Source: an optimization exercise on an open RTL-to-GDS flow (aim: small area, a short achievable clock period and few clock cycles per item). Production flows keep margins and buffers that such runs may drop. In this exercise RTL edits were held to simulation tests only and were not proved equivalent to the original. No activity file was given, so power comes from the tool's default toggle rates.

==> inputs of 05-01 <==
// fold_compressor
module fold_compressor (
    input  wire        clk,
    input  wire        rst,
    input  wire        in_valid,
    output wire        in_ready,
    input  wire [63:0] in_data,
    input  wire        in_compress,
    output wire        out_valid,
    input  wire        out_ready,
    output wire [63:0] out_data,
    output wire        out_last
);
    localparam integer N = 65;
    localparam [2:0] F_ZERO = 3'd0, F_SP8 = 3'd1, F_SP16 = 3'd2,
                     F_SP32 = 3'd3, F_RAW = 3'd4;
    function [8:0] ones_oh;
        input [7:0] x;
        reg   [8:0] e;
        integer j;
        begin
            e = 9'd1;
            for (j = 0; j < 8; j = j + 1)
                if (x[j]) e = {e[7:0], 1'b0};
            ones_oh = e;
        end
    endfunction
    function [3:0] oh2bin;
        input [8:0] e;
        begin
            oh2bin = {e[8], e[4] | e[5] | e[6] | e[7], e[2] | e[3] | e[6] | e[7],
                      e[1] | e[3] | e[5] | e[7]};
        end
    endfunction
    function [34:0] pack4;
        input [3:0]  s;
        input [31:0] d;
        begin
            case (s)
  ...
export LEC_CHECK = 0
export CAP_MARGIN = 20
export CORE_MARGIN = 2
export CORE_UTILIZATION = 60
export CTS_CLUSTER_DIAMETER = 100
export CTS_CLUSTER_SIZE = 24
export SLEW_MARGIN = 20
export SYNTH_MEMORY_MAX_BITS = 8192
create_clock -name core_clock -period 12.0 [get_ports {clk}]
standard.sh (not shown) runs the stock make flow with config.mk's settings and CLKGATE_MAP_FILE= SYNTH_SCRIPT=/design/flow/synth_recipe.tcl, a recipe that flattens the netlist after the stock synthesis.
==> flow/flow/run.sh <==
#!/bin/bash
# Layout: the standard ORFS flow (standard.sh, unchanged synthesis and
# steps), with the resizer's setup repair aimed at a shorter clock period
# than the 12 ns constraint, so that the layout's slack, not only its
# legality, is optimised. The constraint file itself is not changed.
set -o pipefail
export SETUP_SLACK_MARGIN=7.8
bash standard.sh > standard.log 2>&1
==> inputs of 11-14, as changes to 05-01 <==
--- a/flow/design.v
+++ b/flow/design.v
@@ -196,22 +196,24 @@
     end
     reg       pend_v;                    
     reg [2:0] pend_f;
     reg [3:0] pend_s;
     reg        ob0_v, ob1_v;
     reg        ob1_free;                 
-    reg [63:0] ob0_d, ob1_d;
-    reg        ob0_l, ob1_l;
+    reg [63:0] ob0_d, oh_d, ob1_d;
+    reg        ob0_l, oh_l, ob1_l;
     assign out_valid = ob0_v;
     assign out_data  = ob0_d;
     assign out_last  = ob0_l;
     wire        push_ok = !ob1_v;
     reg         push;
     reg  [63:0] push_d;
     reg         push_l;
     wire        ob0_free = !ob0_v || out_ready;
+    wire [63:0] ob_nd    = ob1_v ? ob1_d : push_d;
+    wire        ob_nl    = ob1_v ? ob1_l : push_l;
     always @(posedge clk) begin
         if (rst_h) begin
             ob0_v    <= 1'b0;
             ob1_v    <= 1'b0;
             ob1_free <= 1'b1;
         end else begin
@@ -221,16 +223,16 @@
                 ob1_free <= 1'b1;
             end else begin
                 ob1_v    <= ob1_v || push;
                 ob1_free <= !(ob1_v || push);
             end
         end
-        if (ob0_free) begin
-            ob0_d <= ob1_v ? ob1_d : push_d;
-            ob0_l <= ob1_v ? ob1_l : push_l;
-        end
+        ob0_d <= ob0_free ? ob_nd : oh_d;
+        ob0_l <= ob0_free ? ob_nl : oh_l;
+        oh_d  <= ob0_free ? ob_nd : ob0_d;
+        oh_l  <= ob0_free ? ob_nl : ob0_l;
         if (ob1_free) begin
             ob1_d <= push_d;
             ob1_l <= push_l;
         end
     end
     reg         st_idle, st_bmap, st_data, st_disc;
@@ -256,18 +258,18 @@
     reg [127:0] bm32w;
     reg [63:0]  bm_beat;
     always @(*) begin : p_bmap
         integer w, j, e, st;
         for (w = 0; w < 8; w = w + 1)
             for (j = 0; j < 8; j = j + 1) begin
-                st = N-1-(8*w+j)+((w < 2) ? w : 2);
+                st = N-1-(8*w+j)+((w < 3) ? w : 3);
                 bm8w[64*w + 8*j +: 8] = nzb[8*st +: 8];
             end
         for (w = 0; w < 4; w = w + 1)
             for (j = 0; j < 16; j = j + 1) begin
-                st = N-1-(16*w+j)+((w < 2) ? w : 2);
+                st = N-1-(16*w+j)+((w < 3) ? w : 3);
                 for (e = 0; e < 4; e = e + 1)
                     bm16w[64*w + 4*j + e] = nzb[8*st+2*e] | nzb[8*st+2*e+1];
             end
         for (w = 0; w < 2; w = w + 1)
             for (j = 0; j < 32; j = j + 1) begin
                 st = N-1-(32*w+j)+w;
@@ -295,31 +297,31 @@
             3'd2:    pk_d = {16'd0, pk_hi[31:0], pk_lo[15:0]};
             3'd3:    pk_d = {8'd0,  pk_hi[31:0], pk_lo[23:0]};
             default: pk_d = {pk_hi[31:0], pk_lo[31:0]};
         endcase
     end
     wire [3:0]  pk_cnt = {1'b0, pk_lo[34:32]} + {1'b0, pk_hi[34:32]};
-    wire        q_lt8  = !q[4] && !q[3];
-    wire        ins    = (st_data || st_bmap) && p_v && q_lt8;
-    wire [127:0] comb  = queue | (ins ? ({64'd0, p_d} << {q[2:0], 3'b000}) : 128'd0);
-    wire [4:0]  tot    = q + (ins ? {1'b0, p_cnt} : 5'd0);
+    wire [4:0]  q_room = q + {1'b0, p_cnt};
+    wire        ins    = (st_data || st_bmap) && p_v && !(q_room[4] && |q_room[3:0]);
+    wire [127:0] comb  = queue | (ins ? ({64'd0, p_d} << {q[3:0], 3'b000}) : 128'd0);
+    wire [4:0]  tot    = ins ? q_room : q;
+    wire        tot8   = tot[4] || tot[3];
     wire        flush  = st_data && !rd_data && (!p_v || ins);   
-    wire        push_q = st_data && push_ok &&
-                         (!q_lt8 || tot[3] || (flush && !dc_full));
+    wire        push_q = st_data && push_ok && (tot8 || (flush && !dc_full));
     wire        data_end = flush && (dc_full || (push_q && push_l));
+    wire        p_free = !p_v || ins;
     wire        hdr_go = st_idle && top_full && push_ok && (pend_v || dec_go);
     wire        bm_end = bm_lastr && push_ok;
-    assign consume = head_v && ((rd_data && (!p_v || q_lt8)) || rd_disc ||
-                                (st_bmap && push_ok &&
-                                 (bm_early || (bm_lastr && (!p_v || q_lt8)))));
+    assign consume = head_v && ((rd_data && p_free) || rd_disc ||
+                                (st_bmap && push_ok && (bm_early || (bm_lastr && p_free))));
     wire [2:0]  hdr_f  = pend_v ? pend_f : best_f;
     wire [3:0]  hdr_s  = pend_v ? pend_s : best_s;
     wire [6:0]  s_beats = {cur_s, 3'b000};
     always @(*) begin
         push   = 1'b0;
-        push_d = q_lt8 ? comb[63:0] : queue[63:0];
+        push_d = comb[63:0];
         push_l = (dcnt == s_beats - 7'd1);
         if (st_idle) begin
             push   = hdr_go;
             push_d = {57'd0, hdr_s, hdr_f};
             push_l = (hdr_f == F_ZERO);
         end else if (st_bmap) begin
@@ -355,14 +357,14 @@
             end
             if (consume && !st_disc)
                 p_v <= 1'b1;
             else if (ins)
                 p_v <= 1'b0;
             if (push_q) begin
-                queue <= q_lt8 ? {64'd0, comb[127:64]} : {64'd0, queue[127:64]};
-                q     <= q_lt8 ? (tot[3] ? tot - 5'd8 : 5'd0) : q - 5'd8;
+                queue <= {64'd0, comb[127:64]};
+                q     <= tot8 ? tot - 5'd8 : 5'd0;
             end else if (ins) begin
                 queue <= comb;
                 q     <= tot;
             end
             if (hdr_go) begin
                 st_idle  <= 1'b0;
@@ -373,13 +375,13 @@
                 rd_disc  <= (hdr_f == F_ZERO);
                 bm_lastr <= 1'b0;
                 bm_early <= (hdr_f == F_SP8) || (hdr_f == F_SP16) || (hdr_f == F_SP32);
             end
             if (st_bmap && push_ok) begin
                 bm_lastr <= (bw + 3'd1 == (cf_sp8 ? 3'd7 : cf_sp16 ? 3'd3 : 3'd1));
-                bm_early <= (bw == 3'd0);
+                bm_early <= (bw < 3'd2);
             end
             if (bm_end) begin
                 st_bmap  <= 1'b0;
                 bm_lastr <= 1'b0;
                 bm_early <= 1'b0;
                 st_data  <= 1'b1;
==> flow/flow/run.sh (replaced) <==
#!/bin/bash
# Layout: the standard ORFS flow (standard.sh, unchanged synthesis and
# steps), with the resizer's setup repair aimed at a shorter clock period
# than the 12 ns constraint, so that the layout's slack, not only its
# legality, is optimised. The constraint file itself is not changed.
set -o pipefail
export SETUP_SLACK_MARGIN=8.3
bash standard.sh > standard.log 2>&1
==> inputs of 11-19, as changes to 05-01 <==
--- a/flow/design.v
+++ b/flow/design.v
@@ -196,22 +196,24 @@
     end
     reg       pend_v;                    
     reg [2:0] pend_f;
     reg [3:0] pend_s;
     reg        ob0_v, ob1_v;
     reg        ob1_free;                 
-    reg [63:0] ob0_d, ob1_d;
-    reg        ob0_l, ob1_l;
+    reg [63:0] ob0_d, oh_d, ob1_d;
+    reg        ob0_l, oh_l, ob1_l;
     assign out_valid = ob0_v;
     assign out_data  = ob0_d;
     assign out_last  = ob0_l;
     wire        push_ok = !ob1_v;
     reg         push;
     reg  [63:0] push_d;
     reg         push_l;
     wire        ob0_free = !ob0_v || out_ready;
+    wire [63:0] ob_nd    = ob1_v ? ob1_d : push_d;
+    wire        ob_nl    = ob1_v ? ob1_l : push_l;
     always @(posedge clk) begin
         if (rst_h) begin
             ob0_v    <= 1'b0;
             ob1_v    <= 1'b0;
             ob1_free <= 1'b1;
         end else begin
@@ -221,16 +223,16 @@
                 ob1_free <= 1'b1;
             end else begin
                 ob1_v    <= ob1_v || push;
                 ob1_free <= !(ob1_v || push);
             end
         end
-        if (ob0_free) begin
-            ob0_d <= ob1_v ? ob1_d : push_d;
-            ob0_l <= ob1_v ? ob1_l : push_l;
-        end
+        ob0_d <= ob0_free ? ob_nd : oh_d;
+        ob0_l <= ob0_free ? ob_nl : oh_l;
+        oh_d  <= ob0_free ? ob_nd : ob0_d;
+        oh_l  <= ob0_free ? ob_nl : ob0_l;
         if (ob1_free) begin
             ob1_d <= push_d;
             ob1_l <= push_l;
         end
     end
     reg         st_idle, st_bmap, st_data, st_disc;
==> flow/flow/run.sh (replaced) <==
#!/bin/bash
# Layout: the standard ORFS flow (standard.sh, unchanged synthesis and
# steps), with the resizer's setup repair aimed at a shorter clock period
# than the 12 ns constraint, so that the layout's slack, not only its
# legality, is optimised. The constraint file itself is not changed.
set -o pipefail
export SETUP_SLACK_MARGIN=8.3
bash standard.sh > standard.log 2>&1
==> flow/config.mk (replaced) <==
export PLATFORM = sky130hd
export DESIGN_NAME = fold_compressor
export DESIGN_NICKNAME = fold_compressor
export VERILOG_FILES = /design/flow/design.v
export SDC_FILE = /design/flow/constraint.sdc
export NUM_CORES = 4
export LEC_CHECK = 0
export CAP_MARGIN = 50
export CORE_MARGIN = 2
export CORE_UTILIZATION = 60
export CTS_CLUSTER_DIAMETER = 100
export CTS_CLUSTER_SIZE = 24
export SLEW_MARGIN = 30
export SYNTH_MEMORY_MAX_BITS = 8192
==> notes.md <==
xor-xnor portion of the synthesized cell area=0.00264; outcome=finished clean; number of enable flip-flop cells after synthesis=4336; net switching power=5300 uW; Routed Wire Length=471000 um; Layout area overhead=11.4%; pwr/cell area=145 nW/um^2; placed inst area=178000 um^2; routed via count=95000
Source of the figures above: 11-19

==> notes.md <==
outcome=finished with violations; Failed Checks=max-capacitance violations, max-slew violations; Layout area overhead=15.0%; Max-cap violations=2; Slew Viols, Final=8
Source of the figures above: 11-14

==> notes.md <==
outcome=finished clean; placed inst area=174000 um^2; number of enable flip-flop cells after synthesis=4401; Layout area overhead=8.10%; net switching power=5190 uW
Source of the figures above: 05-01

Testbench counts of 05-01, summed over its fixed seeds: cycles 27,607, items 384.
Testbench counts of 11-14, summed over its fixed seeds: cycles 27,352, items 384.
Testbench counts of 11-19, summed over its fixed seeds: cycles 27,607, items 384.

[re-timing with driven ports]
The results above use ideal ports. As a check the final layouts listed here were re-extracted and re-timed, cells and wires unchanged.
Step 1 (the two cells are an assumption about what drives the block):
set clk [get_ports {clk}]
set_driving_cell -lib_cell sky130_fd_sc_hd__clkbuf_16 $clk
set_driving_cell -lib_cell sky130_fd_sc_hd__buf_2 [delete_from_list [all_inputs] $clk]
Step 2, shift: input delay + t, output delay - t, t = (earliest + latest rising clock arrival at the registers) / 2. This alone moves slack from input paths to output paths.
Three values: no drivers, after step 1, after step 2; two values: the first two.
run | t, ns | setup WS [ns] | worst setup path at the end
05-01 | 1.028 | 7.610 / 7.511 / 6.973 | input to register
11-14 | 1.058 | 7.840 / 7.840 / 7.014 | input to register
11-19 | 1.033 | 8.011 / 7.914 / 7.234 | input to register
For 11-14, which loses most, drivers alone change the setup slack by 0.000 ns; drivers and shift together by -0.826 ns.
